Background: an optimization exercise with open tools, aiming at small area, a short achievable clock period and few clock cycles per item. Do not read the settings as production practice.
Only simulation tests tie the RTL to the original design; equivalence was not proved.
Power and IR drop assume default switching activity.

File: design/flow/config.mk
export PLATFORM = sky130hd
export DESIGN_NAME = filet_enc
export DESIGN_NICKNAME = filet_enc
export VERILOG_FILES = /design/flow/design.v
export SDC_FILE = /design/flow/constraint.sdc
export NUM_CORES = 4
export LEC_CHECK = 0
export CAP_MARGIN = 20
export CORE_MARGIN = 2
export CORE_UTILIZATION = 40
export SLEW_MARGIN = 20
File: design/flow/constraint.sdc
create_clock -name core_clock -period 65.0 [get_ports {clk}]
set_input_delay 13.0000 -clock core_clock [delete_from_list [all_inputs] [get_ports {clk}]]
set_output_delay 13.0000 -clock core_clock [all_outputs]
set_load 0.01 [all_outputs]
File: design/flow/design.v
module filet_enc (
    input  wire        clk,
    input  wire        rst,           
    input  wire        in_valid,
    output reg         in_ready,
    input  wire [19:0] in_data,       
    input  wire        in_eos,        
    input  wire        in_eol,        
    input  wire [1:0]  cfg_depth,     
    input  wire [5:0]  cfg_e,         
    output reg         out_valid,
    input  wire        out_ready,
    output reg  [31:0] out_data,
    output reg         out_last
);
    localparam N    = 35;             
    localparam CAP  = 88;             
    integer i, k, i1, i2, i3, k1, k2;
    function [4:0] bits_of;
        input [1:0] d;
        bits_of = (d == 2'd0) ? 5'd10 : (d == 2'd1) ? 5'd12 : 5'd20;
    endfunction
    function ult12;
        input [11:0] a, b;
        reg lt, eq;
        integer q;
        begin
            lt = 1'b0; eq = 1'b1;
            for (q = 11; q >= 0; q = q - 1) begin
                lt = lt | (eq & ~a[q] & b[q]);
                eq = eq & ~(a[q] ^ b[q]);
            end
            ult12 = lt;
        end
    endfunction
    function slt10;
        input [9:0] a, b;
        slt10 = ult12({2'b0, ~a[9], a[8:0]}, {2'b0, ~b[9], b[8:0]});
    endfunction
    function [26:0] drows;
        input [19:0] aq;
        input [6:0]  r;
        input [6:0]  step;
        reg   [19:0] a;
        reg   [6:0]  rr;
        reg   [8:0]  df;
        integer n;
        begin
            a  = aq;
            rr = r;
            for (n = 0; n < 5; n = n + 1) begin
                df = {1'b0, rr, a[19]} - {2'b0, step};
                a  = {a[18:0], ~df[8]};
                rr = df[8] ? {rr[5:0], aq[19-n]} : df[6:0];
            end
            drows = {a, rr};
        end
    endfunction
    function [44:0] therm;
        input [5:0] n;
        integer t;
        begin
            for (t = 0; t < 45; t = t + 1)
                therm[t] = ult12(t, {6'd0, n});
        end
    endfunction
    function [8:0] qstep;
        input        sg;
        input [6:0]  R;
        input signed [7:0] dxp;
        input [5:0]  e;
        input        xlo, xhi;
        input [5:0]  x6, t6;
        reg signed [9:0] v, rr, rs, dxn, se, st, xx, tt;
        reg adj;
        reg signed [7:0] dxo;
        begin
            rr  = {3'd0, R};
            rs  = sg ? -rr : rr;
            v   = rs + dxp;
            se  = {4'd0, e};
            st  = {3'd0, e, 1'b1};
            xx  = {4'd0, x6};
            tt  = {4'd0, t6};
            adj = 1'b0;
            dxn = v;
            if (!sg && slt10(se, v)) begin
                adj = 1'b1; dxn = v - st;
            end
            if (sg && slt10(v, -se)) begin
                adj = 1'b1; dxn = v + st;
            end
            if (xlo && slt10(xx, dxn))
                dxo = xx[7:0];
            else if (xhi && slt10(dxn, -tt))
                dxo = -tt[7:0];
            else
                dxo = dxn[7:0];
            qstep = {adj, dxo};
        end
    endfunction
    reg         rst_q;                
    always @(posedge clk) rst_q <= rst;
    reg         in_rdy;
    wire        fire = in_valid & in_rdy & ~rst_q;
    reg  [5:0]  n_acc;                
    reg         sos_acc;              
    wire        last_in = in_eos | in_eol | (n_acc == 6'd31);
    wire [5:0]  n_acc_1 = n_acc + 6'd1;
    reg  [21:0] drum [0:N-1];         
    reg         synced;               
    reg  [5:0]  wcnt;                 
    reg  [5:0]  nval;                 
    reg  [5:0]  unp;                  
    wire [21:0] ex = drum[N-1];
    wire        ex_v = ex[21];
    reg  [5:0]  bf_e   [0:3];
    reg  [1:0]  bf_d   [0:3];
    reg         bf_sos [0:3];
    reg         bf_eol [0:3];
    reg  [4:0]  bf_k   [0:3];
    reg         bf_vb  [0:3];
    reg         bf_dec [0:3];
    reg  [2:0]  bf_wp;                
    reg  [1:0]  bf_dp;                
    reg  [2:0]  bf_rp;                
    reg  [2:0]  bf_fp;                
    reg         f0_v, f0_first, f0_last, f0_sos, f0_eol;
    reg  [19:0] f0_x;
    reg  [1:0]  f0_d;
    reg  [5:0]  f0_e;
    reg  [19:0] fx_prev;
    reg         fb_sos;               
    wire [4:0]  f0_b    = bits_of(f0_d);
    wire [20:0] f0_top  = (21'd1 << f0_b) - 21'd1;
    wire [19:0] f0_half = 20'd1 << (f0_b - 5'd1);
    wire [19:0] f0_base = f0_sos ? f0_half : fx_prev;
    wire [20:0] f0_D1   = {1'b0, f0_x} - {1'b0, f0_base};
    wire [19:0] f0_D2   = f0_base - f0_x;
    wire        f0_sg   = f0_D1[20];
    wire [19:0] f0_A    = f0_sg ? f0_D2 : f0_D1[19:0];
    wire [20:0] f0_tx   = f0_top - {1'b0, f0_x};
    reg         fv  [1:5];
    reg         ffi [1:5];
    reg         fla [1:5];
    reg         fso [1:5];
    reg         fsg [1:5];
    reg         fxl [1:5];            
    reg         fxh [1:5];            
    reg  [19:0] faq [1:5];
    reg  [6:0]  fr  [1:5];
    reg  [5:0]  fe  [1:5];
    reg  [1:0]  fd  [1:5];
    reg  [5:0]  fx6 [1:5];            
    reg  [26:0] fdiv [1:4];
    always @* begin
        for (i1 = 1; i1 <= 4; i1 = i1 + 1)
            fdiv[i1] = drows(faq[i1], fr[i1], {fe[i1], 1'b1});
    end
    reg  signed [7:0] fdxA, fdxB;     
    reg         fpend;                
    wire        dec_vb;               
    reg         dec_now;
    reg         vb_reg;
    wire        vsel = dec_now ? dec_vb : vb_reg;
    wire signed [7:0] f5_dxp = fpend ? (vsel ? fdxB : fdxA) : fdxA;
    wire        f5_new = ffi[5] & ~fso[5];    
    wire [8:0]  f5_resA = qstep(fsg[5], fr[5], (fso[5] & ffi[5]) ? 8'sd0 : f5_dxp,
                                fe[5], fxl[5], fxh[5], fx6[5], fx6[5]);
    wire [8:0]  f5_resB = qstep(fsg[5], fr[5], 8'sd0,
                                fe[5], fxl[5], fxh[5], fx6[5], fx6[5]);
    reg         f6_v, f6_first, f6_last, f6_sg, f6_new, f6_aA, f6_aB;
    reg  [19:0] f6_Q;
    reg  [1:0]  f6_d;
    wire [19:0] f6_Qp = f6_Q + 20'd1;
    wire [19:0] f6_Qm = f6_Q - 20'd1;
    wire [20:0] f6_u0 = f6_sg ? ((f6_Q == 20'd0) ? 21'd0 : {f6_Qm, 1'b1}) : {f6_Q, 1'b0};
    wire [20:0] f6_u1 = f6_sg ? {f6_Q, 1'b1} : {f6_Qp, 1'b0};
    wire        f6_a  = (f6_new & vsel) ? f6_aB : f6_aA;
    wire [20:0] f6_u  = f6_a ? f6_u1 : f6_u0;
    wire [4:0]  f6_b  = bits_of(f6_d);
    reg  [11:0] cost [0:20];
    reg  [6:0]  term [0:20];
    reg  [20:0] ush;
    reg  [6:0]  cst;
    always @* begin
        for (k1 = 0; k1 <= 20; k1 = k1 + 1) begin
            ush = f6_u >> k1;
            case (f6_d)
            2'd0:    cst = 1 + k1 - 10;
            2'd1:    cst = 1 + k1 - 12;
            default: cst = 1 + k1 - 20;
            endcase
            if ((ush[20:5] == 16'd0) && !(ush[4] & ush[3]))
                term[k1] = {2'd0, ush[4:0]} + cst;
            else
                term[k1] = 7'd25;
            if (!f6_v) term[k1] = 7'd0;
        end
    end
    reg  [11:0] mv [0:20];
    reg  [20:0] gt;
    always @* begin
        for (k2 = 0; k2 <= 20; k2 = k2 + 1) begin
            mv[k2] = {~cost[k2][11], cost[k2][10:0]};
            gt[k2] = ~cost[k2][11] & (|cost[k2][10:0]);
        end
    end
    assign dec_vb = &gt;
    reg  [11:0] t1v [0:10];  reg [4:0] t1i [0:10];
    reg  [11:0] t2v [0:5];   reg [4:0] t2i [0:5];
    reg  [11:0] t3v [0:2];   reg [4:0] t3i [0:2];
    reg  [11:0] s3v [0:2];   reg [4:0] s3i [0:2];
    reg  [11:0] t4v;         reg [4:0] t4i;
    reg  [4:0]  dec_k;
    reg         dec2;
    always @* begin
        for (i3 = 0; i3 < 10; i3 = i3 + 1) begin
            if (ult12(mv[2*i3+1], mv[2*i3])) begin t1v[i3] = mv[2*i3+1]; t1i[i3] = 2*i3+1; end
            else                      begin t1v[i3] = mv[2*i3];   t1i[i3] = 2*i3;   end
        end
        t1v[10] = mv[20]; t1i[10] = 5'd20;
        for (i3 = 0; i3 < 5; i3 = i3 + 1) begin
            if (ult12(t1v[2*i3+1], t1v[2*i3])) begin t2v[i3] = t1v[2*i3+1]; t2i[i3] = t1i[2*i3+1]; end
            else                        begin t2v[i3] = t1v[2*i3];   t2i[i3] = t1i[2*i3];   end
        end
        t2v[5] = t1v[10]; t2i[5] = t1i[10];
        for (i3 = 0; i3 < 3; i3 = i3 + 1) begin
            if (ult12(t2v[2*i3+1], t2v[2*i3])) begin t3v[i3] = t2v[2*i3+1]; t3i[i3] = t2i[2*i3+1]; end
            else                        begin t3v[i3] = t2v[2*i3];   t3i[i3] = t2i[2*i3];   end
        end
        if (ult12(s3v[1], s3v[0])) begin t4v = s3v[1]; t4i = s3i[1]; end
        else                 begin t4v = s3v[0]; t4i = s3i[0]; end
        dec_k = ult12(s3v[2], t4v) ? s3i[2] : t4i;
    end
    reg         rd_first;             
    wire        adv;                  
    wire        bf_avail = (bf_rp != bf_wp);
    wire        consume = synced & ex_v & adv & (~rd_first | bf_avail);
    wire        mv_up = ~synced & ex_v & ~drum[0][21];
    reg         p0_v, p0_first, p0_last, p0_sos;
    reg  [1:0]  p0_i;
    reg  [19:0] p0_x;
    reg  [5:0]  p0_e;
    reg  [1:0]  p0_d;
    reg  [19:0] bx_prev;
    wire [4:0]  p0_b    = bits_of(p0_d);
    wire [19:0] p0_half = 20'd1 << (p0_b - 5'd1);
    wire [19:0] p0_base = (p0_first & p0_sos) ? p0_half : bx_prev;
    wire [20:0] p0_D1   = {1'b0, p0_x} - {1'b0, p0_base};
    wire [19:0] p0_D2   = p0_base - p0_x;
    wire        p0_sg   = p0_D1[20];
    wire [19:0] p0_A    = p0_sg ? p0_D2 : p0_D1[19:0];
    reg         pv  [1:5];
    reg         pfi [1:5];
    reg         pla [1:5];
    reg         pso [1:5];
    reg         psg [1:5];
    reg  [1:0]  pix [1:5];
    reg  [19:0] px  [1:5];
    reg  [19:0] paq [1:5];
    reg  [6:0]  pr  [1:5];
    reg  [5:0]  pe  [1:5];
    reg  [1:0]  pd  [1:5];
    reg  [26:0] pdiv [1:4];
    always @* begin
        for (i2 = 1; i2 <= 4; i2 = i2 + 1)
            pdiv[i2] = drows(paq[i2], pr[i2], {pe[i2], 1'b1});
    end
    reg  signed [7:0] bdx;            
    reg         pv_reg;               
    reg         p6_v, p6_first, p6_last;
    reg  [1:0]  p6_i;
    reg  [19:0] p6_x;
    reg  [20:0] p6_u;
    wire [4:0]  p5_b   = bits_of(pd[5]);
    wire [20:0] p5_top = (21'd1 << p5_b) - 21'd1;
    wire [20:0] p5_tx  = p5_top - {1'b0, px[5]};
    wire        p6_vb  = bf_vb[p6_i];
    wire        prevvb = (p6_v & p6_last) ? p6_vb : pv_reg;
    wire        p5_rst = pfi[5] & (pso[5] | prevvb);
    wire [8:0]  p5_res = qstep(psg[5], pr[5], p5_rst ? 8'sd0 : bdx, pe[5],
                               (px[5][19:6] == 14'd0), (p5_tx[20:6] == 15'd0),
                               px[5][5:0], p5_tx[5:0]);
    wire [19:0] p5_Q   = paq[5];
    wire [20:0] p5_M   = {1'b0, p5_Q} + {20'd0, p5_res[8]};
    wire [20:0] p5_u   = (p5_M == 21'd0) ? 21'd0 :
                         psg[5] ? ({p5_M[19:0], 1'b0} - 21'd1) : {p5_M[19:0], 1'b0};
    wire [4:0]  p6_k   = bf_k[p6_i];
    wire [4:0]  p6_b   = bits_of(bf_d[p6_i]);
    wire [20:0] p6_m   = p6_u >> p6_k;
    wire        p6_esc = (p6_m[20:5] != 16'd0) | (p6_m[4] & p6_m[3]);
    reg  [5:0]  p6_F, p6_ZF, p6_len;
    reg  [20:0] p6_val;
    always @* begin
        if (p6_vb) begin
            p6_F = {1'b0, p6_b}; p6_ZF = {1'b0, p6_b}; p6_len = {1'b0, p6_b};
            p6_val = {1'b0, p6_x};
        end else if (p6_esc) begin
            p6_F = {1'b0, p6_b} + 6'd1; p6_ZF = {1'b0, p6_b} + 6'd1;
            p6_len = {1'b0, p6_b} + 6'd25;
            p6_val = p6_u;
        end else begin
            p6_F = {1'b0, p6_k}; p6_ZF = {1'b0, p6_k} + 6'd1;
            p6_len = p6_m[5:0] + 6'd1 + {1'b0, p6_k};
            p6_val = p6_u;
        end
    end
    wire [44:0] p6_code = (therm(p6_len) & ~therm(p6_ZF)) |
                          ({24'd0, p6_val} & therm(p6_F));
    wire [10:0] p6_hdr = p6_vb ? 11'd31 : {bf_e[p6_i], p6_k};
    reg         p7_v, p7_hf, p7_eol;
    reg  [10:0] p7_hdr;
    reg  [44:0] p7_code;
    reg  [5:0]  p7_len;
    reg  [CAP-1:0] acc;
    reg  [6:0]  cnt;
    reg  [4:0]  lbits;                
    reg         pad_pend;
    reg         mark_v;               
    reg  [6:0]  mark;                 
    reg         sk_v, sk_last;
    reg  [31:0] sk_data;
    wire [4:0]  padn     = 5'd0 - lbits;
    wire [7:0]  padsum   = {1'b0, cnt} + {3'd0, padn};
    wire        do_pad   = pad_pend & ~mark_v & ~ult12(CAP, {4'd0, padsum});
    wire        ext      = (cnt[6] | cnt[5]) & ~(out_valid & sk_v) & ~do_pad;
    wire [6:0]  cnt_x    = ext ? cnt - 7'd32 : cnt;
    wire [CAP-1:0] word_sh = acc >> (cnt - 7'd32);
    wire        w_last   = mark_v & (cnt - 7'd32 == mark);
    wire [7:0]  need     = {1'b0, cnt_x} + (p7_hf ? 8'd11 : 8'd0) + {2'd0, p7_len};
    wire        pk_ok    = ~p7_v | (~pad_pend & ~ult12(CAP, {4'd0, need}));
    wire        dec_ok   = ~p6_v | bf_dec[p6_i];
    assign      adv      = pk_ok & dec_ok;
    wire        app      = p7_v & adv;
    wire [CAP-1:0] acc1 = (app & p7_hf) ? {acc[CAP-12:0], p7_hdr} : acc;
    wire [5:0]  sh      = app ? p7_len : (do_pad ? {1'b0, padn} : 6'd0);
    wire [CAP-1:0] acc2 = (acc1 << sh) | (app ? {{(CAP-45){1'b0}}, p7_code} : {CAP{1'b0}});
    wire [6:0]  added   = (app ? ((p7_hf ? 7'd11 : 7'd0) + {1'b0, p7_len}) : 7'd0) +
                          (do_pad ? {2'd0, padn} : 7'd0);
    wire [3:0]  bf_occ  = {1'b0, bf_wp - bf_fp} + {3'd0, f0_v & f0_last};
    wire        room0   = ~bf_occ[3] & ~bf_occ[2];
    wire        room1   = ~bf_occ[3] & ~bf_occ[2] & ~(bf_occ[1] & bf_occ[0]);
    wire        slot_ok = synced ? (~ex_v | consume)
                                 : ((unp == {5'd0, ex_v}) & (~ex_v | mv_up));
    wire [5:0]  nval_0  = nval - {5'd0, consume};
    wire [5:0]  nval_1  = nval_0 + 6'd1;
    wire [5:0]  nval_m  = nval - 6'd1;
    wire        rdy_nx  = slot_ok & (fire ? (~in_eol & (last_in ? room1 : room0)) : room0);
    always @(posedge clk) begin
        for (i = N-1; i >= 2; i = i - 1)
            drum[i] <= drum[i-1];
        drum[1] <= in_rdy ? {fire, last_in, in_data} : mv_up ? ex : drum[0];
        drum[0] <= {ex_v & ~consume & ~mv_up, ex[20:0]};
        f0_x     <= in_data;
        f0_d     <= cfg_depth;
        f0_e     <= cfg_e;
        f0_eol   <= in_eol;
        f0_first <= (n_acc == 6'd0);
        f0_last  <= last_in;
        f0_sos   <= sos_acc;
        faq[1] <= f0_A;
        fr[1]  <= 7'd0;
        fsg[1] <= f0_sg;
        fe[1]  <= f0_e; fd[1] <= f0_d;
        ffi[1] <= f0_first; fla[1] <= f0_last; fso[1] <= f0_sos;
        fxl[1] <= (f0_x[19:6] == 14'd0);
        fxh[1] <= (f0_tx[20:6] == 15'd0);
        fx6[1] <= (f0_tx[20:6] == 15'd0) ? f0_tx[5:0] : f0_x[5:0];
        if (f0_v) begin
            fx_prev <= f0_x;
            if (f0_first) fb_sos <= f0_sos;
        end
        for (i = 1; i <= 4; i = i + 1) begin
            faq[i+1] <= fdiv[i][26:7];
            fr[i+1]  <= fdiv[i][6:0];
            fsg[i+1] <= fsg[i];
            fe[i+1]  <= fe[i]; fd[i+1] <= fd[i];
            ffi[i+1] <= ffi[i]; fla[i+1] <= fla[i]; fso[i+1] <= fso[i];
            fxl[i+1] <= fxl[i]; fxh[i+1] <= fxh[i];
            fx6[i+1] <= fx6[i];
        end
        f6_Q     <= faq[5];
        f6_sg    <= fsg[5];
        f6_d     <= fd[5];
        f6_first <= ffi[5]; f6_last <= fla[5];
        f6_new   <= f5_new;
        f6_aA    <= f5_resA[8];
        f6_aB    <= f5_resB[8];
        if (fv[5]) begin
            fdxA  <= f5_resA[7:0];
            fdxB  <= f5_resB[7:0];
        end else if (fpend & dec_now) begin
            fdxA  <= dec_vb ? fdxB : fdxA;
        end
        for (k = 0; k <= 20; k = k + 1)
            cost[k] <= ((f6_v & f6_first) ? 12'd0 : cost[k]) + {{5{term[k][6]}}, term[k]};
        if (dec_now) vb_reg <= dec_vb;
        for (k = 0; k < 3; k = k + 1) begin
            s3v[k] <= t3v[k];
            s3i[k] <= t3i[k];
        end
        if (dec2) begin
            bf_vb[bf_dp]  <= vb_reg;
            bf_k[bf_dp]   <= dec_k;
            bf_dec[bf_dp] <= 1'b1;
        end
        if (f0_v & f0_last) begin
            bf_e[bf_wp[1:0]]   <= f0_e;
            bf_d[bf_wp[1:0]]   <= f0_d;
            bf_sos[bf_wp[1:0]] <= f0_first ? f0_sos : fb_sos;
            bf_eol[bf_wp[1:0]] <= f0_eol;
            bf_dec[bf_wp[1:0]] <= 1'b0;
        end
        if (adv) begin
            if (consume) begin
                p0_x     <= ex[19:0];
                p0_last  <= ex[20];
                p0_first <= rd_first;
                p0_i     <= bf_rp[1:0];
                p0_e     <= bf_e[bf_rp[1:0]];
                p0_d     <= bf_d[bf_rp[1:0]];
                p0_sos   <= bf_sos[bf_rp[1:0]];
            end
            paq[1] <= p0_A;
            pr[1]  <= 7'd0;
            psg[1] <= p0_sg;
            px[1]  <= p0_x;
            pe[1]  <= p0_e; pd[1] <= p0_d;
            pfi[1] <= p0_first; pla[1] <= p0_last; pso[1] <= p0_sos; pix[1] <= p0_i;
            if (p0_v) bx_prev <= p0_x;
            for (i = 1; i <= 4; i = i + 1) begin
                paq[i+1] <= pdiv[i][26:7];
                pr[i+1]  <= pdiv[i][6:0];
                psg[i+1] <= psg[i];
                px[i+1]  <= px[i];
                pe[i+1]  <= pe[i]; pd[i+1] <= pd[i];
                pfi[i+1] <= pfi[i]; pla[i+1] <= pla[i]; pso[i+1] <= pso[i];
                pix[i+1] <= pix[i];
            end
            p6_first <= pfi[5]; p6_last <= pla[5]; p6_i <= pix[5];
            p6_x <= px[5];
            p6_u <= p5_u;
            if (pv[5]) bdx <= p5_res[7:0];
            if (p6_v & p6_last) pv_reg <= p6_vb;
            p7_hf   <= p6_first;
            p7_hdr  <= p6_hdr;
            p7_code <= p6_code;
            p7_len  <= p6_len;
            p7_eol  <= p6_last & bf_eol[p6_i];
        end
        acc <= acc2;
        if (ext) begin
            sk_data <= word_sh[31:0];
            sk_last <= w_last;
        end
        if (~out_valid | out_ready) begin
            out_data <= sk_v ? sk_data : word_sh[31:0];
            out_last <= sk_v ? sk_last : w_last;
        end
        if (rst | rst_q) begin
            out_valid <= 1'b0;
            sk_v      <= 1'b0;
        end else if (~out_valid | out_ready) begin
            out_valid <= sk_v | ext;
            sk_v      <= sk_v & ext;
        end else if (ext) begin
            sk_v      <= 1'b1;
        end
        if (rst)
            in_ready <= 1'b0;
        else if (rst_q)
            in_ready <= 1'b1;
        else
            in_ready <= rdy_nx;
        if (rst_q)
            in_rdy <= 1'b1;
        else
            in_rdy <= rdy_nx;
        if (rst_q) begin
            for (i = 0; i < N; i = i + 1)
                drum[i][21] <= 1'b0;
            n_acc     <= 6'd0;
            sos_acc   <= 1'b1;
            synced    <= 1'b1;
            wcnt      <= 6'd0;
            nval      <= 6'd0;
            unp       <= 6'd0;
            f0_v      <= 1'b0;
            for (i = 1; i <= 5; i = i + 1) fv[i] <= 1'b0;
            f6_v      <= 1'b0;
            fpend     <= 1'b0;
            dec_now   <= 1'b0;
            dec2      <= 1'b0;
            bf_wp <= 3'd0; bf_dp <= 2'd0; bf_rp <= 3'd0; bf_fp <= 3'd0;
            rd_first  <= 1'b1;
            p0_v      <= 1'b0;
            for (i = 1; i <= 5; i = i + 1) pv[i] <= 1'b0;
            p6_v <= 1'b0; p7_v <= 1'b0;
            pv_reg    <= 1'b0;
            cnt       <= 7'd0;
            lbits     <= 5'd0;
            pad_pend  <= 1'b0;
            mark_v    <= 1'b0;
        end else begin
            n_acc   <= fire ? (last_in ? 6'd0 : n_acc_1) : n_acc;
            if (fire) sos_acc <= in_eos | in_eol;
            f0_v <= fire;
            fv[1] <= f0_v;
            for (i = 1; i <= 4; i = i + 1) fv[i+1] <= fv[i];
            f6_v <= fv[5];
            if (fv[5]) fpend <= f5_new;
            else if (fpend & dec_now) fpend <= 1'b0;
            dec_now <= f6_v & f6_last;
            dec2    <= dec_now;
            nval <= fire ? nval_1 : nval_0;
            if (synced)
                unp <= fire ? nval : nval_m;
            else
                unp <= unp - {5'd0, ex_v};
            if (consume) begin
                rd_first <= ex[20];
                if (ex[20]) bf_rp <= bf_rp + 3'd1;
            end
            if (synced) begin
                if (ex_v & ~consume) begin
                    synced <= 1'b0;
                    wcnt   <= N - 1;
                end
            end else begin
                wcnt <= wcnt - 6'd1;
                if (wcnt == 6'd1) synced <= 1'b1;
            end
            if (f0_v & f0_last) bf_wp <= bf_wp + 3'd1;
            if (dec2) bf_dp <= bf_dp + 2'd1;
            if (adv & p6_v & p6_last) bf_fp <= bf_fp + 3'd1;
            if (adv) begin
                p0_v <= consume;
                pv[1] <= p0_v;
                for (i = 1; i <= 4; i = i + 1) pv[i+1] <= pv[i];
                p6_v <= pv[5];
                p7_v <= p6_v;
            end
            cnt   <= cnt_x + added;
            lbits <= lbits + added[4:0];
            if (app & p7_eol) pad_pend <= 1'b1;
            if (do_pad) begin
                pad_pend <= 1'b0;
                mark_v   <= 1'b1;
                mark     <= 7'd0;
                lbits    <= 5'd0;
            end else if (mark_v) begin
                if (ext & w_last) mark_v <= 1'b0;
                mark <= mark + added;
            end
        end
    end
endmodule
File: design/flow/run.sh
#!/bin/bash
# synth_recipe.tcl (not shown) runs the flow's synth.tcl, then flattens the netlist and writes it again
# the make line also repeats each setting of config.mk as NAME=value (left out here)
make -C /OpenROAD-flow-scripts/flow DESIGN_CONFIG=/design/flow/config.mk WORK_HOME=/design/flow/orfs CLKGATE_MAP_FILE= SYNTH_SCRIPT=/design/flow/synth_recipe.tcl finish
==> summary.md, run 1 <==
- **status** complete, no violations
- **Cell Rows** 195
- **type of the worst setup path** reg -> out
- **kind of cell adding the most delay to the critical path** buffers and inverters
- **via density per instance** 5.42
- **I/O pin count** 69
- **Largest register FFs** 770
- **total area of multi-input combinational cells** 59800 um^2
- **overall global routing resource usage** 19.8%
- **Final Net Count** 12002
- **pin count of the biggest net entering global routing** 86
- **total setup buffers inserted after CTS** 0
- **flip-flop cell with the highest count after synthesis** sky130_fd_sc_hd__dfxtp_1
- **number of antenna violations at the first check in global routing** 14
- **total number of H-tree levels** 4
- **DIE WIDTH** 538 um
- **Final Skew** 122 ps
- **most flop-heavy register** drum
- **worst-case clock buffer depth** 4
- **switching power summed over all nets** 0.00314 W
- **total CTS buffers** 225
- **clock-pin transition on the worst setup and hold timing paths** 60 ps
- **utilization after layout** 44.8%
- **number of hold violations in the final report** 0
- **RePlAce Congestion** 0.926
- **placed cell count** 14618
- **root buffer cell** sky130_fd_sc_hd__clkbuf_16
- **die area** 289000 um^2
- **post-route fraction of the period consumed by the critical path** 22.9%
- **layout filler cell count** 26195
- **Max-cap violations** 0
- **unrepaired setup endpoints after global routing** no
- **final max-slew violation count** 0
- **highest cell delay on the worst timing path** 590 ps
- **final setup violation count** 0
- **Iter 0 DRT Violations** 5811
- **via count of the routed design** 81519
- **most common library cell in the layout ignoring fill and taps** sky130_fd_sc_hd__dfxtp_1
- **share of power burned in the clock network** 17.5%
- **critical path launch point type** register
- **number of standard cells after synthesis** 11075
- **register area** 49900 um^2
- **TritonCTS sink count** 2168
- **critical-path cell list** clkdlybuf4s50_1
- **flip-flop and latch count after synthesis** 2168
- **total number of yosys warnings** 38
- **Post-Synthesis Mean Instance Area** 10.3 um^2
- **Syn Std Cell Area** 114000 um^2
- **Async SR Flop Fraction** 0%
- **data arrival time at the worst-slack endpoint** 1910 ps
- **Post-synth EDFFs** 643
- **initial core utilization** 40.3%
- **setup TNS after final layout** 0 ps
- **port buffer count** 68
- **clock insertion delay at the later pin of the skew report** 920 ps
- **remaining antenna violation count** 0
- **Synth cell types** 117
- **endpoint kind of the worst setup timing path** output pin
- **non-filler instance count after layout** 15045
- **Die Height** 538 um
- **type of the tightest min-delay check** reg -> reg
- **Crit-path slowest cell** sky130_fd_sc_hd__clkdlybuf4s50_1
- **via count of the first global-routing pass** 80952
- **post-cts repair resize count** 0
- **largest registers** drum: 770 flops, cost: 252 flops
- **Worst Setup Slack, final** 50090 ps
- **power per cell area** 60.6 nW/um^2
- **shortest clock period the worst path allows after layout** 14910 ps
- **transition time at the pin with the least slew margin** 1100 ps
- **CTS tree** built
- **share of layout cells above drive strength 1** 8.82%
- **combinational share of power** 58.0%
- **worst voltage drop across the vdd grid** 128 uV
- **Internal Pwr Total** 0.00454 W
- **Required @ worst endpoint** 52000 ps
- **overall routed net length** 292000 um
- **total global routing overflow** 0
- **detailed-route wire length per cell** 19.4 um
- **final routed DRC violation total** 0
- **max-slew headroom at the worst pin** 26.3%
- **upper clock frequency limit** 67.1 MHz
- **drt pass-1 iters** 6
- **synth-to-layout area growth** 11.2%
- **Leak** 54.6 nW
- **commonest cells after routing, fill and taps aside** sky130_fd_sc_hd__dfxtp_1 (1519), sky130_fd_sc_hd__nor2_1 (828), sky130_fd_sc_hd__a21oi_1 (819)
- **wire length of the first global-routing pass** 458000 um
- **worst setup timing slack at the placement stage** 49560 ps
- **count of hold-fix buffers inserted at cts** 0
- **core footprint** 283000 um^2
- **switching part of the total** 40.8%
- **Buffers & Inverters on Critical Path** 1
- **Max Fanout on Critical Path** 1
- **proportion of power drawn by flip-flops and latches** 24.5%
- **share of synthesized area occupied by flip-flops and latches** 43.7%
- **estimated wirelength of the detail-placed design** 221000 um
power groups by stage:
stage | registers, W | clock network [W] | logic, W
final | 0.00188 | 0.00134 | 0.00445
after global routing | 0.00190 | 0.00143 | 0.00500
after CTS | 0.00188 | 0.00137 | 0.00445
after detailed placement | 0.00191 | 0 | 0.00441
after global placement | 0.00190 | 0 | 0.00427
after floorplan | 0.00183 | 0 | 0.00353
layer usage:
layer  global-route usage (%)  share of wire [%]
met2                     32.6                 46
met1                     27.3                 46
met3                     2.61                5.2
met5                        0                  0
met4                     5.21                2.5
metrics by stage:
step	power (W)	instance area, um^2	hold WS, ps
after floorplan	0.00536	114000	310
after global placement	0.00617	119000	310
after detailed placement	0.00632	119000	312
after CTS	0.00771	127000	212
after global routing	0.00834	127000	230
final	0.00768	127000	227
cell usage after synthesis (209+ instances only):
master,instances,area share (%)
sky130_fd_sc_hd__edfxtp_1,643,17
sky130_fd_sc_hd__nand2_1,609,2.0
sky130_fd_sc_hd__inv_1,795,2.6
sky130_fd_sc_hd__clkbuf_1,276,0.91
sky130_fd_sc_hd__a21o_1,231,1.5
sky130_fd_sc_hd__o21ai_0,372,1.6
sky130_fd_sc_hd__mux2_2,226,2.2
sky130_fd_sc_hd__and2_1,209,1.1
sky130_fd_sc_hd__a21oi_1,828,3.6
sky130_fd_sc_hd__o21bai_1,227,1.5
sky130_fd_sc_hd__ha_1,767,8.4
sky130_fd_sc_hd__mux2i_1,634,5.6
sky130_fd_sc_hd__nor2_1,832,2.7
sky130_fd_sc_hd__xnor2_1,594,4.6
sky130_fd_sc_hd__dfxtp_1,1525,27
path summary, 6_finish.rpt:
kind	start	endpoint	depth (start not counted)	slack, ps
setup / recovery	in_ready	in_ready	1	50090
hold reg to reg	drum[25][17]	drum[26][17]	0	230
setup reg to reg	pe[3][1]	pr[4][4]	48	53970
hold / removal	drum[25][17]	drum[26][17]	0	230
layout make-up:
type | count | share of cell area [%]
Clock inverter | 144 | 1.27
Timing Repair Buffer | 162 | 1.11
Clock buffer | 277 | 4.92
Sequential cell | 2168 | 39.4
Multi-Input combinational cell | 7734 | 47.2
Inverter | 812 | 2.41
Antenna cell | 5 | 0.00988
Tap cell | 3743 | 3.70
logic make-up (layout without fill, tap and decap cells):
logic type / Yosys count / count (layout) / synth area share, %
compound gates: 2405 / 2405 / 13.6
fa+ha+maj: 939 / 939 / 10.8
buf+inv: 1182 / 1395 / 3.94
other cells: 1 / 15 / 0.00329
xor+xnor: 759 / 759 / 5.86
flops: 2168 / 2168 / 43.7
simple gates: 2583 / 2583 / 10.9
mux: 1038 / 1038 / 11.1
Testbench counts, summed over its fixed seeds: cycles 109,785, samples 109,175.
==> run 2, diff against run 1 <==
--- a/design/flow/design.v
+++ b/design/flow/design.v
@@ -14,5 +14,5 @@
     output reg         out_last
 );
-    localparam N    = 35;             
+    localparam N    = 34;             
     localparam CAP  = 88;             
     integer i, k, i1, i2, i3, k1, k2;
@@ -211,8 +211,6 @@
     reg  [11:0] t2v [0:5];   reg [4:0] t2i [0:5];
     reg  [11:0] t3v [0:2];   reg [4:0] t3i [0:2];
-    reg  [11:0] s3v [0:2];   reg [4:0] s3i [0:2];
     reg  [11:0] t4v;         reg [4:0] t4i;
     reg  [4:0]  dec_k;
-    reg         dec2;
     always @* begin
         for (i3 = 0; i3 < 10; i3 = i3 + 1) begin
@@ -230,7 +228,7 @@
             else                        begin t3v[i3] = t2v[2*i3];   t3i[i3] = t2i[2*i3];   end
         end
-        if (ult12(s3v[1], s3v[0])) begin t4v = s3v[1]; t4i = s3i[1]; end
-        else                 begin t4v = s3v[0]; t4i = s3i[0]; end
-        dec_k = ult12(s3v[2], t4v) ? s3i[2] : t4i;
+        if (ult12(t3v[1], t3v[0])) begin t4v = t3v[1]; t4i = t3i[1]; end
+        else                       begin t4v = t3v[0]; t4i = t3i[0]; end
+        dec_k = ult12(t3v[2], t4v) ? t3i[2] : t4i;
     end
     reg         rd_first;             
@@ -397,10 +395,6 @@
             cost[k] <= ((f6_v & f6_first) ? 12'd0 : cost[k]) + {{5{term[k][6]}}, term[k]};
         if (dec_now) vb_reg <= dec_vb;
-        for (k = 0; k < 3; k = k + 1) begin
-            s3v[k] <= t3v[k];
-            s3i[k] <= t3i[k];
-        end
-        if (dec2) begin
-            bf_vb[bf_dp]  <= vb_reg;
+        if (dec_now) begin
+            bf_vb[bf_dp]  <= dec_vb;
             bf_k[bf_dp]   <= dec_k;
             bf_dec[bf_dp] <= 1'b1;
@@ -492,5 +486,4 @@
             fpend     <= 1'b0;
             dec_now   <= 1'b0;
-            dec2      <= 1'b0;
             bf_wp <= 3'd0; bf_dp <= 2'd0; bf_rp <= 3'd0; bf_fp <= 3'd0;
             rd_first  <= 1'b1;
@@ -513,5 +506,4 @@
             else if (fpend & dec_now) fpend <= 1'b0;
             dec_now <= f6_v & f6_last;
-            dec2    <= dec_now;
             nval <= fire ? nval_1 : nval_0;
             if (synced)
@@ -533,5 +525,5 @@
             end
             if (f0_v & f0_last) bf_wp <= bf_wp + 3'd1;
-            if (dec2) bf_dp <= bf_dp + 2'd1;
+            if (dec_now) bf_dp <= bf_dp + 2'd1;
             if (adv & p6_v & p6_last) bf_fp <= bf_fp + 3'd1;
             if (adv) begin
==> run 2 against run 1 <==
Against the previous run:
- power down 1.9%
- combinational power is 1% higher
- design area down 1.5%
- first-iteration DRC count up 1.3%
- register-to-register slack worse by 270 ps
- clock-buffer cell count increased by 18
- critical path depth did not move
- maximum frequency grew 0.18%
- clock power down 4%
- core utilization decreased by 0.18 points
- critical endpoint is now out_valid
==> summary.md, run 2 <==
- **count of hold-fix buffers inserted at cts** 0, unchanged
- **CTS tree** built, unchanged
- **number of antenna violations at the first check in global routing** 12, was 14
- **type of the worst setup path** reg -> out, unchanged
- **hold_ws** 252 ps, was 227 ps
- **type of the tightest min-delay check** reg -> reg, unchanged
- **die area** 286000 um^2, was 289000 um^2
- **post-route fraction of the period consumed by the critical path** 22.9%, about the same
- **Die Height** 535 um, was 538 um
- **Crit-path slowest cell** sky130_fd_sc_hd__clkdlybuf4s50_1, unchanged
- **core footprint** 280000 um^2, was 283000 um^2
- **initial core utilization** 40.3%, about the same
- **Largest register FFs** 748, was 770
- **Post-Synthesis Mean Instance Area** 10.1 um^2, was 10.3 um^2
- **detailed-route wire length per cell** 19.2 um, was 19.4 um
- **total global routing overflow** 0, unchanged
- **largest cells by area after synthesis** sky130_fd_sc_hd__dfxtp_1 (26%), sky130_fd_sc_hd__edfxtp_1 (17%), sky130_fd_sc_hd__ha_1 (8.5%), was sky130_fd_sc_hd__dfxtp_1 (27%), sky130_fd_sc_hd__edfxtp_1 (17%), sky130_fd_sc_hd__ha_1 (8.4%)
- **total CTS buffers** 220, was 225
- **total setup buffers inserted after CTS** 0, unchanged
- **Leak** 53.5 nW, was 54.6 nW
- **DIE WIDTH** 535 um, was 538 um
- **critical-path cell list** clkdlybuf4s50_1, unchanged
- **setup TNS after final layout** 0 ps, unchanged
- **Synth cell types** 119, was 117
- **number of standard cells after synthesis** 11191, was 11075
- **share of synthesized area occupied by flip-flops and latches** 43.0%, was 43.7%
- **Worst Setup Slack, final** 50110 ps, was 50090 ps
- **switching power summed over all nets** 0.00318 W, was 0.00314 W
- **via density per instance** 5.40, was 5.42
- **combinational share of power** 59.7%, was 58.0%
- **share of power burned in the clock network** 17.0%, was 17.5%
- **total number of H-tree levels** 4, unchanged
- **worst voltage drop across the vdd grid** 133 uV, was 128 uV
- **switching part of the total** 42.2%, was 40.8%
- **total number of yosys warnings** 36, was 38
- **estimated wirelength of the detail-placed design** 221000 um, about the same
- **power per cell area** 60.4 nW/um^2, was 60.6 nW/um^2
- **largest registers** drum: 748 flops, cost: 252 flops, was drum: 770 flops, cost: 252 flops
- **clock insertion delay at the later pin of the skew report** 910 ps, was 920 ps
- **final routed DRC violation total** 0, unchanged
- **pin count of the biggest net entering global routing** 183, was 86
- **status** complete, no violations, unchanged
- **root buffer cell** sky130_fd_sc_hd__clkbuf_16, unchanged
- **wire length of the first global-routing pass** 455000 um, was 458000 um
- **final max-slew violation count** 0, unchanged
- **TritonCTS sink count** 2100, was 2168
- **Buffers & Inverters on Critical Path** 1, unchanged
- **data arrival time at the worst-slack endpoint** 1890 ps, was 1910 ps
- **endpoint kind of the worst setup timing path** output pin, unchanged
- **proportion of power drawn by flip-flops and latches** 23.3%, was 24.5%
- **RePlAce Congestion** 0.955, was 0.926
- **Layout Cell Area excl Fill** 125000 um^2, was 127000 um^2
- **Iter 0 DRT Violations** 5884, was 5811
- **Required @ worst endpoint** 52000 ps, about the same
- **kind of cell adding the most delay to the critical path** buffers and inverters, unchanged
- **via count of the first global-routing pass** 81459, was 80952
- **overall routed net length** 290000 um, was 292000 um
- **via count of the routed design** 81561, was 81519
- **layout filler cell count** 26219, was 26195
- **remaining antenna violation count** 0, unchanged
- **clock-pin transition on the worst setup and hold timing paths** 60 ps, about the same
- **Internal Pwr Total** 0.00435 W, was 0.00454 W
- **Cell Rows** 194, was 195
- **overall global routing resource usage** 19.8%, about the same
- **drt pass-1 iters** 6, unchanged
- **Final Net Count** 12075, was 12002
- **worst setup timing slack at the placement stage** 49750 ps, was 49560 ps
- **most common library cell in the layout ignoring fill and taps** sky130_fd_sc_hd__dfxtp_1, unchanged
- **max-slew headroom at the worst pin** 20.0%, was 26.3%
- **Final Skew** 106 ps, was 122 ps
- **flip-flop and latch count after synthesis** 2100, was 2168
- **highest cell delay on the worst timing path** 580 ps, was 590 ps
- **Max Fanout on Critical Path** 4, was 1
- **Async SR Flop Fraction** 0%, unchanged
- **number of hold violations in the final report** 0, unchanged
- **commonest cells after routing, fill and taps aside** sky130_fd_sc_hd__dfxtp_1 (1450), sky130_fd_sc_hd__a21oi_1 (919), sky130_fd_sc_hd__nor2_1 (866), was sky130_fd_sc_hd__dfxtp_1 (1519), sky130_fd_sc_hd__nor2_1 (828), sky130_fd_sc_hd__a21oi_1 (819)
- **port buffer count** 68, unchanged
- **Cell Area, Placed** 117000 um^2, was 119000 um^2
- **Post-synth EDFFs** 643, unchanged
- **critical path launch point type** register, unchanged
- **transition time at the pin with the least slew margin** 1190 ps, was 1100 ps
- **post-synthesis cell type with the largest combined area** sky130_fd_sc_hd__dfxtp_1, unchanged
- **top-count cell post-synth** sky130_fd_sc_hd__dfxtp_1, unchanged
- **I/O pin count** 69, unchanged
- **Synth top area share** 25.9%, was 26.8%
- **synth-to-layout area growth** 10.8%, was 11.2%
- **final setup violation count** 0, unchanged
- **most flop-heavy register** drum, unchanged
- **shortest clock period the worst path allows after layout** 14890 ps, was 14910 ps
- **post-cts repair resize count** 0, unchanged
- **upper clock frequency limit** 67.2 MHz, was 67.1 MHz
- **share of layout cells above drive strength 1** 7.98%, was 8.82%
- **worst-case clock buffer depth** 4, unchanged
- **unrepaired setup endpoints after global routing** no, unchanged
- **flip-flop cell with the highest count after synthesis** sky130_fd_sc_hd__dfxtp_1, unchanged
- **Syn Std Cell Area** 113000 um^2, was 114000 um^2
- **most used standard cells in the synthesized netlist** sky130_fd_sc_hd__dfxtp_1 (1457), sky130_fd_sc_hd__a21oi_1 (927), sky130_fd_sc_hd__nor2_1 (868), sky130_fd_sc_hd__inv_1 (773), sky130_fd_sc_hd__ha_1 (766), was sky130_fd_sc_hd__dfxtp_1 (1525), sky130_fd_sc_hd__nor2_1 (832), sky130_fd_sc_hd__a21oi_1 (828), sky130_fd_sc_hd__inv_1 (795), sky130_fd_sc_hd__ha_1 (767)
- **Max-cap violations** 0, unchanged
run 2: cell count changes in the layout (fill, tap and decap cells not counted), sizes merged, moves of 21 or more:
cell and delta:
a21oi +98, a22o -21, and3 +21, dfxtp -68, inv -35, mux2 -46
mux2i +24, mux4 -24, nand2 +34, nor2 +36, nor3 +21, o21ai +49
o221ai -21
run 2: cell type report:
| class | instances | area (um^2) | area share (%) |
|---|---|---|---|
| diodes | 5 | 12.5 | 0.0100 |
| clock buffers | 295 | 6320 | 5.06 |
| clock inverters | 113 | 1140 | 0.912 |
| inverters | 785 | 2950 | 2.36 |
| multi-input cells | 7913 | 59800 | 47.9 |
| flip-flops and latches | 2100 | 48500 | 38.9 |
| well taps | 3724 | 4660 | 3.73 |
| repair buffers | 157 | 1390 | 1.12 |
run 2: cells by family (layout without fill, tap and decap cells):
group	Yosys count	count (layout)	share of synthesized area, %
adder cells (fa/ha/maj)	954	954	11.1
buffers and inverters	1187	1350	4.04
flip-flops	2100	2100	43.0
AND/OR/NAND/NOR	2688	2688	11.4
XOR/XNOR	759	759	5.90
AO/OA/AOI/OAI	2510	2510	14.1
multiplexers	992	992	10.5
other	1	15	0.00333
run 2: path summary, 6_finish.rpt:
check	slack, ps	from	cells after the start	to
hold / removal	250	drum[31][1]	0	drum[32][1]
setup / recovery	50110	out_valid	1	out_valid
setup reg to reg	53700	cost[9][11]	36	fdxA[4]
hold reg to reg	250	drum[31][1]	0	drum[32][1]
run 2: power groups by stage:
stage / clock [W] / combinational [W] / sequential, W
final: 0.00128 / 0.00450 / 0.00176
after global routing: 0.00136 / 0.00506 / 0.00178
after CTS: 0.00131 / 0.00450 / 0.00176
after detailed placement: 0 / 0.00446 / 0.00179
after global placement: 0 / 0.00435 / 0.00178
after floorplan: 0 / 0.00362 / 0.00174
run 2: through the flow:
stage	total power, W	utilization, %	std cells
2_1_floorplan	0.00536	-	11200
3_3_place_gp	0.00613	41.9	14678
3_5_place_dp	0.00625	41.9	14679
4_1_cts	0.00757	44.6	15087
5_1_grt	0.00820	44.6	15090
6_report	0.00753	44.6	15092
run 2: routing by layer:
layer  share of wire, %  GRT usage (%)  wire [um]  vias up
li1                   -              -          -    39745
met1                 45           26.5     131000    39222
met2                 46           32.7     134000     2030
met3                4.8           2.45      14100      562
met4                3.7           7.29      10900        2
met5             0.0045              0         13        -
Testbench counts of run 2, summed over its fixed seeds: cycles 109,777, samples 109,175.
==> run 3, diff against run 2 <==
--- a/design/flow/design.v
+++ b/design/flow/design.v
@@ -180,8 +180,8 @@
     wire [20:0] f6_u  = f6_a ? f6_u1 : f6_u0;
     wire [4:0]  f6_b  = bits_of(f6_d);
-    reg  [11:0] cost [0:20];
-    reg  [6:0]  term [0:20];
+    reg  [10:0] cost [0:20];
+    reg  [5:0]  term [0:20];
     reg  [20:0] ush;
-    reg  [6:0]  cst;
+    reg  [5:0]  cst;
     always @* begin
         for (k1 = 0; k1 <= 20; k1 = k1 + 1) begin
@@ -193,42 +193,42 @@
             endcase
             if ((ush[20:5] == 16'd0) && !(ush[4] & ush[3]))
-                term[k1] = {2'd0, ush[4:0]} + cst;
+                term[k1] = {1'b0, ush[4:0]} + cst;
             else
-                term[k1] = 7'd25;
-            if (!f6_v) term[k1] = 7'd0;
+                term[k1] = 6'd25;
+            if (!f6_v) term[k1] = 6'd0;
         end
     end
-    reg  [11:0] mv [0:20];
+    reg  [10:0] mv [0:20];
     reg  [20:0] gt;
     always @* begin
         for (k2 = 0; k2 <= 20; k2 = k2 + 1) begin
-            mv[k2] = {~cost[k2][11], cost[k2][10:0]};
-            gt[k2] = ~cost[k2][11] & (|cost[k2][10:0]);
+            mv[k2] = {~cost[k2][10], cost[k2][9:0]};
+            gt[k2] = ~cost[k2][10] & (|cost[k2][9:0]);
         end
     end
     assign dec_vb = &gt;
-    reg  [11:0] t1v [0:10];  reg [4:0] t1i [0:10];
-    reg  [11:0] t2v [0:5];   reg [4:0] t2i [0:5];
-    reg  [11:0] t3v [0:2];   reg [4:0] t3i [0:2];
-    reg  [11:0] t4v;         reg [4:0] t4i;
+    reg  [10:0] t1v [0:10];  reg [4:0] t1i [0:10];
+    reg  [10:0] t2v [0:5];   reg [4:0] t2i [0:5];
+    reg  [10:0] t3v [0:2];   reg [4:0] t3i [0:2];
+    reg  [10:0] t4v;         reg [4:0] t4i;
     reg  [4:0]  dec_k;
     always @* begin
         for (i3 = 0; i3 < 10; i3 = i3 + 1) begin
-            if (ult12(mv[2*i3+1], mv[2*i3])) begin t1v[i3] = mv[2*i3+1]; t1i[i3] = 2*i3+1; end
+            if (ult12({1'b0,mv[2*i3+1]}, {1'b0,mv[2*i3]})) begin t1v[i3] = mv[2*i3+1]; t1i[i3] = 2*i3+1; end
             else                      begin t1v[i3] = mv[2*i3];   t1i[i3] = 2*i3;   end
         end
         t1v[10] = mv[20]; t1i[10] = 5'd20;
         for (i3 = 0; i3 < 5; i3 = i3 + 1) begin
-            if (ult12(t1v[2*i3+1], t1v[2*i3])) begin t2v[i3] = t1v[2*i3+1]; t2i[i3] = t1i[2*i3+1]; end
+            if (ult12({1'b0,t1v[2*i3+1]}, {1'b0,t1v[2*i3]})) begin t2v[i3] = t1v[2*i3+1]; t2i[i3] = t1i[2*i3+1]; end
             else                        begin t2v[i3] = t1v[2*i3];   t2i[i3] = t1i[2*i3];   end
         end
         t2v[5] = t1v[10]; t2i[5] = t1i[10];
         for (i3 = 0; i3 < 3; i3 = i3 + 1) begin
-            if (ult12(t2v[2*i3+1], t2v[2*i3])) begin t3v[i3] = t2v[2*i3+1]; t3i[i3] = t2i[2*i3+1]; end
+            if (ult12({1'b0,t2v[2*i3+1]}, {1'b0,t2v[2*i3]})) begin t3v[i3] = t2v[2*i3+1]; t3i[i3] = t2i[2*i3+1]; end
             else                        begin t3v[i3] = t2v[2*i3];   t3i[i3] = t2i[2*i3];   end
         end
-        if (ult12(t3v[1], t3v[0])) begin t4v = t3v[1]; t4i = t3i[1]; end
+        if (ult12({1'b0,t3v[1]}, {1'b0,t3v[0]})) begin t4v = t3v[1]; t4i = t3i[1]; end
         else                       begin t4v = t3v[0]; t4i = t3i[0]; end
-        dec_k = ult12(t3v[2], t4v) ? t3i[2] : t4i;
+        dec_k = ult12({1'b0,t3v[2]}, {1'b0,t4v}) ? t3i[2] : t4i;
     end
     reg         rd_first;             
@@ -264,5 +264,5 @@
     always @* begin
         for (i2 = 1; i2 <= 4; i2 = i2 + 1)
-            pdiv[i2] = drows(paq[i2], pr[i2], {pe[i2], 1'b1});
+            pdiv[i2] = drows(paq[i2], pr[i2], {bf_e[pix[i2]], 1'b1});
     end
     reg  signed [7:0] bdx;            
@@ -272,11 +272,11 @@
     reg  [19:0] p6_x;
     reg  [20:0] p6_u;
-    wire [4:0]  p5_b   = bits_of(pd[5]);
+    wire [4:0]  p5_b   = bits_of(bf_d[pix[5]]);
     wire [20:0] p5_top = (21'd1 << p5_b) - 21'd1;
     wire [20:0] p5_tx  = p5_top - {1'b0, px[5]};
     wire        p6_vb  = bf_vb[p6_i];
     wire        prevvb = (p6_v & p6_last) ? p6_vb : pv_reg;
-    wire        p5_rst = pfi[5] & (pso[5] | prevvb);
-    wire [8:0]  p5_res = qstep(psg[5], pr[5], p5_rst ? 8'sd0 : bdx, pe[5],
+    wire        p5_rst = pfi[5] & (bf_sos[pix[5]] | prevvb);
+    wire [8:0]  p5_res = qstep(psg[5], pr[5], p5_rst ? 8'sd0 : bdx, bf_e[pix[5]],
                                (px[5][19:6] == 14'd0), (p5_tx[20:6] == 15'd0),
                                px[5][5:0], p5_tx[5:0]);
@@ -393,5 +393,5 @@
         end
         for (k = 0; k <= 20; k = k + 1)
-            cost[k] <= ((f6_v & f6_first) ? 12'd0 : cost[k]) + {{5{term[k][6]}}, term[k]};
+            cost[k] <= ((f6_v & f6_first) ? 11'd0 : cost[k]) + {{5{term[k][5]}}, term[k]};
         if (dec_now) vb_reg <= dec_vb;
         if (dec_now) begin
@@ -421,6 +421,5 @@
             psg[1] <= p0_sg;
             px[1]  <= p0_x;
-            pe[1]  <= p0_e; pd[1] <= p0_d;
-            pfi[1] <= p0_first; pla[1] <= p0_last; pso[1] <= p0_sos; pix[1] <= p0_i;
+            pfi[1] <= p0_first; pla[1] <= p0_last; pix[1] <= p0_i;
             if (p0_v) bx_prev <= p0_x;
             for (i = 1; i <= 4; i = i + 1) begin
@@ -429,6 +428,5 @@
                 psg[i+1] <= psg[i];
                 px[i+1]  <= px[i];
-                pe[i+1]  <= pe[i]; pd[i+1] <= pd[i];
-                pfi[i+1] <= pfi[i]; pla[i+1] <= pla[i]; pso[i+1] <= pso[i];
+                pfi[i+1] <= pfi[i]; pla[i+1] <= pla[i];
                 pix[i+1] <= pix[i];
             end
==> run 3 against run 2 <==
Against the previous run:
- still clean on timing, DRC and antenna
- core utilization hardly changed
- non-clock buffer count is 12 higher
- clock-buffer cell count is 21 lower
- critical endpoint is now in_ready
==> summary.md, run 3 <==
- **status** complete, no violations, unchanged
- **Largest register FFs** 748, unchanged
- **initial core utilization** 40.3%, about the same
- **drt pass-1 iters** 7, was 6
- **port buffer count** 68, unchanged
- **remaining antenna violation count** 0, unchanged
- **share of layout cells above drive strength 1** 8.83%, was 7.98%
- **TritonCTS sink count** 2038, was 2100
- **reg-to-reg critical path endpoint** pr[5][5], was fdxA[4]
- **post-synthesis cell type with the largest combined area** sky130_fd_sc_hd__dfxtp_1, unchanged
- **placed cell count** 14347, was 14679
- **Crit-path slowest cell** sky130_fd_sc_hd__clkdlybuf4s50_1, unchanged
- **Cell Rows** 192, was 194
- **overall routed net length** 285000 um, was 290000 um
- **detailed-route wire length per cell** 19.4 um, was 19.2 um
- **Post-Synthesis Mean Instance Area** 10.1 um^2, about the same
- **combinational share of power** 59.6%, was 59.7%
- **global-route met1 utilization** 27.2%, was 26.5%
- **Buffers & Inverters on Critical Path** 1, unchanged
- **die area** 280000 um^2, was 286000 um^2
- **via count of the routed design** 79893, was 81561
- **Worst Setup Slack, final** 49970 ps, was 50110 ps
- **largest cells by area after synthesis** sky130_fd_sc_hd__dfxtp_1 (26%), sky130_fd_sc_hd__edfxtp_1 (16%), sky130_fd_sc_hd__ha_1 (8.3%), was sky130_fd_sc_hd__dfxtp_1 (26%), sky130_fd_sc_hd__edfxtp_1 (17%), sky130_fd_sc_hd__ha_1 (8.5%)
- **Internal Pwr Total** 0.00423 W, was 0.00435 W
- **Final Net Count** 11844, was 12075
- **Synth top area share** 26.2%, was 25.9%
- **Leak** 52.7 nW, was 53.5 nW
- **hold_ws** 255 ps, was 252 ps
- **share of power burned in the clock network** 17.1%, was 17.0%
- **flip-flop cell with the highest count after synthesis** sky130_fd_sc_hd__dfxtp_1, unchanged
- **final setup violation count** 0, unchanged
- **total number of H-tree levels** 4, unchanged
- **most common library cell in the layout ignoring fill and taps** sky130_fd_sc_hd__dfxtp_1, unchanged
- **Register-to-Register Path Depth** 47, was 36
- **instance count along the most critical hold path** 0, unchanged
- **Async SR Flop Fraction** 0%, unchanged
- **share of synthesized area occupied by flip-flops and latches** 42.4%, was 43.0%
- **shortest clock period the worst path allows after layout** 15030 ps, was 14890 ps
- **Max Fanout on Critical Path** 1, was 4
- **final max-slew violation count** 0, unchanged
- **via density per instance** 5.42, was 5.40
- **total CTS buffers** 217, was 220
- **max-slew headroom at the worst pin** 24.2%, was 20.0%
- **Synth cell types** 133, was 119
- **most used standard cells in the synthesized netlist** sky130_fd_sc_hd__dfxtp_1 (1446), sky130_fd_sc_hd__nor2_1 (863), sky130_fd_sc_hd__a21oi_1 (850), sky130_fd_sc_hd__inv_1 (763), sky130_fd_sc_hd__ha_1 (735), was sky130_fd_sc_hd__dfxtp_1 (1457), sky130_fd_sc_hd__a21oi_1 (927), sky130_fd_sc_hd__nor2_1 (868), sky130_fd_sc_hd__inv_1 (773), sky130_fd_sc_hd__ha_1 (766)
- **total global routing overflow** 0, unchanged
- **most flop-heavy register** drum, unchanged
- **top-count cell post-synth** sky130_fd_sc_hd__dfxtp_1, unchanged
- **I/O pin count** 69, unchanged
- **worst setup timing slack at the placement stage** 49540 ps, was 49750 ps
- **number of standard cells after synthesis** 10969, was 11191
- **post-route fraction of the period consumed by the critical path** 23.1%, was 22.9%
- **pin count of the biggest net entering global routing** 146, was 183
- **worst voltage drop across the vdd grid** 158 uV, was 133 uV
- **core footprint** 274000 um^2, was 280000 um^2
- **Final Skew** 114 ps, was 106 ps
- **Required @ worst endpoint** 52000 ps, about the same
- **synth-to-layout area growth** 10.8%, about the same
- **Syn Std Cell Area** 110000 um^2, was 113000 um^2
- **type of the tightest min-delay check** reg -> reg, unchanged
- **flip-flop and latch count after synthesis** 2038, was 2100
- **switching power summed over all nets** 0.00305 W, was 0.00318 W
- **commonest cells after routing, fill and taps aside** sky130_fd_sc_hd__dfxtp_1 (1441), sky130_fd_sc_hd__nor2_1 (861), sky130_fd_sc_hd__a21oi_1 (842), was sky130_fd_sc_hd__dfxtp_1 (1450), sky130_fd_sc_hd__a21oi_1 (919), sky130_fd_sc_hd__nor2_1 (866)
- **power per cell area** 59.6 nW/um^2, was 60.4 nW/um^2
- **estimated wirelength of the detail-placed design** 218000 um, was 221000 um
- **Post-synth EDFFs** 592, was 643
- **non-filler instance count after layout** 14744, was 15092
- **setup TNS after final layout** 0 ps, unchanged
- **worst setup slack for register-to-register paths** 53920 ps, was 53700 ps
- **critical-path cell list** clkdlybuf4s50_1, unchanged
- **upper clock frequency limit** 66.5 MHz, was 67.2 MHz
- **clock insertion delay at the later pin of the skew report** 910 ps, about the same
- **root buffer cell** sky130_fd_sc_hd__clkbuf_16, unchanged
- **highest cell delay on the worst timing path** 620 ps, was 580 ps
- **count of hold-fix buffers inserted at cts** 0, unchanged
- **GR Layer Usage met2** 33.0%, was 32.7%
- **kind of cell adding the most delay to the critical path** buffers and inverters, unchanged
- **RePlAce Congestion** 0.941, was 0.955
- **number of antenna violations at the first check in global routing** 10, was 12
- **type of the worst setup path** reg -> out, unchanged
- **proportion of power drawn by flip-flops and latches** 23.3%, about the same
- **DIE WIDTH** 529 um, was 535 um
- **critical path launch point type** register, unchanged
- **total setup buffers inserted after CTS** 0, unchanged
- **switching part of the total** 41.9%, was 42.2%
- **final routed DRC violation total** 0, unchanged
- **layout filler cell count** 25579, was 26219
- **register area** 46700 um^2, was 48500 um^2
- **via count of the first global-routing pass** 79134, was 81459
- **worst-case clock buffer depth** 4, unchanged
- **overall global routing resource usage** 20.0%, was 19.8%
- **Iter 0 DRT Violations** 5586, was 5884
- **unrepaired setup endpoints after global routing** no, unchanged
- **post-cts repair resize count** 0, unchanged
- **total number of yosys warnings** 33, was 36
- **transition time at the pin with the least slew margin** 1140 ps, was 1190 ps
- **CTS tree** built, unchanged
- **startpoint of the tightest hold check path** drum[30][11], was drum[31][1]
- **largest registers** drum: 748 flops, cost: 231 flops, was drum: 748 flops, cost: 252 flops
- **data arrival time at the worst-slack endpoint** 2030 ps, was 1890 ps
- **gr busiest metal** met2, unchanged
- **global-route track usage on met3** 2.24%, was 2.45%
- **endpoint kind of the worst setup timing path** output pin, unchanged
- **number of hold violations in the final report** 0, unchanged
- **Max-cap violations** 0, unchanged
- **wire length of the first global-routing pass** 448000 um, was 455000 um
- **Die Height** 529 um, was 535 um
- **worst hold path endpoint** drum[31][11], was drum[32][1]
- **total area of multi-input combinational cells** 59400 um^2, was 59800 um^2
- **clock-pin transition on the worst setup and hold timing paths** 60 ps, about the same
==> run 3: cell types whose count changed after synthesis, moves of 17 or more <==
cell and delta:
sky130_fd_sc_hd__o21bai_1 -41, sky130_fd_sc_hd__mux4_2 +21, sky130_fd_sc_hd__o22ai_1 -23, sky130_fd_sc_hd__nor3_1 -21
sky130_fd_sc_hd__ha_1 -31, sky130_fd_sc_hd__edfxtp_1 -51, sky130_fd_sc_hd__and3_1 -17, sky130_fd_sc_hd__nand2_1 +54
sky130_fd_sc_hd__nor2b_1 -55, sky130_fd_sc_hd__clkbuf_1 -19, sky130_fd_sc_hd__xnor2_1 -17, sky130_fd_sc_hd__a211oi_1 -17
sky130_fd_sc_hd__maj3_1 -27, sky130_fd_sc_hd__a21oi_1 -77
==> run 3: area by class of cell <==
type,instances,area share (%)
multi-input combinational,7772,48.6
sequential,2038,38.2
clock buffer,274,4.93
tap,3589,3.67
inverter,779,2.39
timing repair buffer,169,1.19
clock inverter,119,0.993
antenna,4,0.00819
==> run 3: cell families after synthesis <==
| family | Yosys count | share of synthesized area (%) |
|---|---|---|
| buffers and inverters | 1168 | 4.02 |
| and+or+nand+nor | 2675 | 11.5 |
| adders and majority gates | 905 | 10.8 |
| muxes | 1023 | 11.3 |
| AOI/OAI and AO/OA | 2415 | 14.1 |
| xor gates and xnor gates | 744 | 5.91 |
| other | 1 | 0.00340 |
| DFF | 2038 | 42.4 |
==> run 3: through the flow <==
| stage | utilization (%) | power, W | area, um^2 |
|---|---|---|---|
| global placement | 42.0 | 0.00589 | 115000 |
| finish | 44.6 | 0.00728 | 122000 |
| global route | 44.6 | 0.00794 | 122000 |
| detailed placement | 42.0 | 0.00601 | 115000 |
| CTS | 44.6 | 0.00730 | 122000 |
| floorplan | - | 0.00517 | 110000 |
==> run 3: how the worst max path moves through the flow <==
stage                     cells past startpoint  endpoint     start  slack [ps]
final                                         1  in_ready  in_ready       49970
after global routing                          1  in_ready  in_ready       49910
after CTS                                     1  in_ready  in_ready       49840
after detailed placement                      7   nval[5]  in_valid       49540
after global placement                        7   nval[5]  in_valid       49520
after floorplan                              35   mark[6]    cnt[1]       45290
==> run 3: power groups by stage <==
| stage | Sequential, W | Combinational, W | Clock (W) |
|---|---|---|---|
| final | 0.00170 | 0.00434 | 0.00124 |
| after floorplan | 0.00168 | 0.00349 | 0 |
| after global routing | 0.00172 | 0.00490 | 0.00132 |
| after global placement | 0.00172 | 0.00417 | 0 |
| after detailed placement | 0.00173 | 0.00429 | 0 |
| after CTS | 0.00170 | 0.00432 | 0.00127 |
==> run 3: layer usage <==
layer / wire length, um / up-vias / part of all wire (%)
met3: 12700 / 435 / 4.4
met1: 132000 / 38576 / 46
met5: 11 / - / 0.0039
met2: 132000 / 1853 / 46
met4: 8780 / 2 / 3.1
li1: - / 39027 / -
==> run 3: worst reg2reg max path: cells and delay by family (launching register included) <==
kind | cells | cell delay (ps)
adder cells (fa/ha/maj) | 5 | 1710
AND/OR/NAND/NOR | 11 | 1650
multiplexers | 4 | 1540
XOR/XNOR | 2 | 750
buffers and inverters | 3 | 470
AO/OA/AOI/OAI | 22 | 4190
flip-flops | 1 | 560
Testbench counts of run 3, summed over its fixed seeds: cycles 109,777, samples 109,175.

[separate check: timing with driven ports]
In the flow no input, the clock included, has a driving cell. The finished layouts below were timed again as built, in two steps.
Step 1 sets driving cells, clkbuf_16 on the clock port and buf_2 on the other inputs (assumed; they add their load-dependent delay and slew).
Step 2 adds t to the input delays and takes it off the output delays; t is the mean of the earliest and latest rising clock arrival at the registers after step 1. Input paths then give back, and output paths get back, about the clock's delay inside the block.
a / b / c = no drivers / after step 1 / after step 2; a / b = the first two.
run	t (ns)	setup WS [ns]	worst setup path after step 2
run 1	0.947	50.086 / 49.996 / 49.382	input to register
run 2	0.970	50.113 / 50.015 / 49.715	input to register
run 3	0.935	49.966 / 49.872 / 49.454	input to register
After both steps setup and hold are still met in every run listed. For run 1, which loses most, drivers alone change the setup slack by -0.090 ns; drivers and shift together by -0.704 ns.
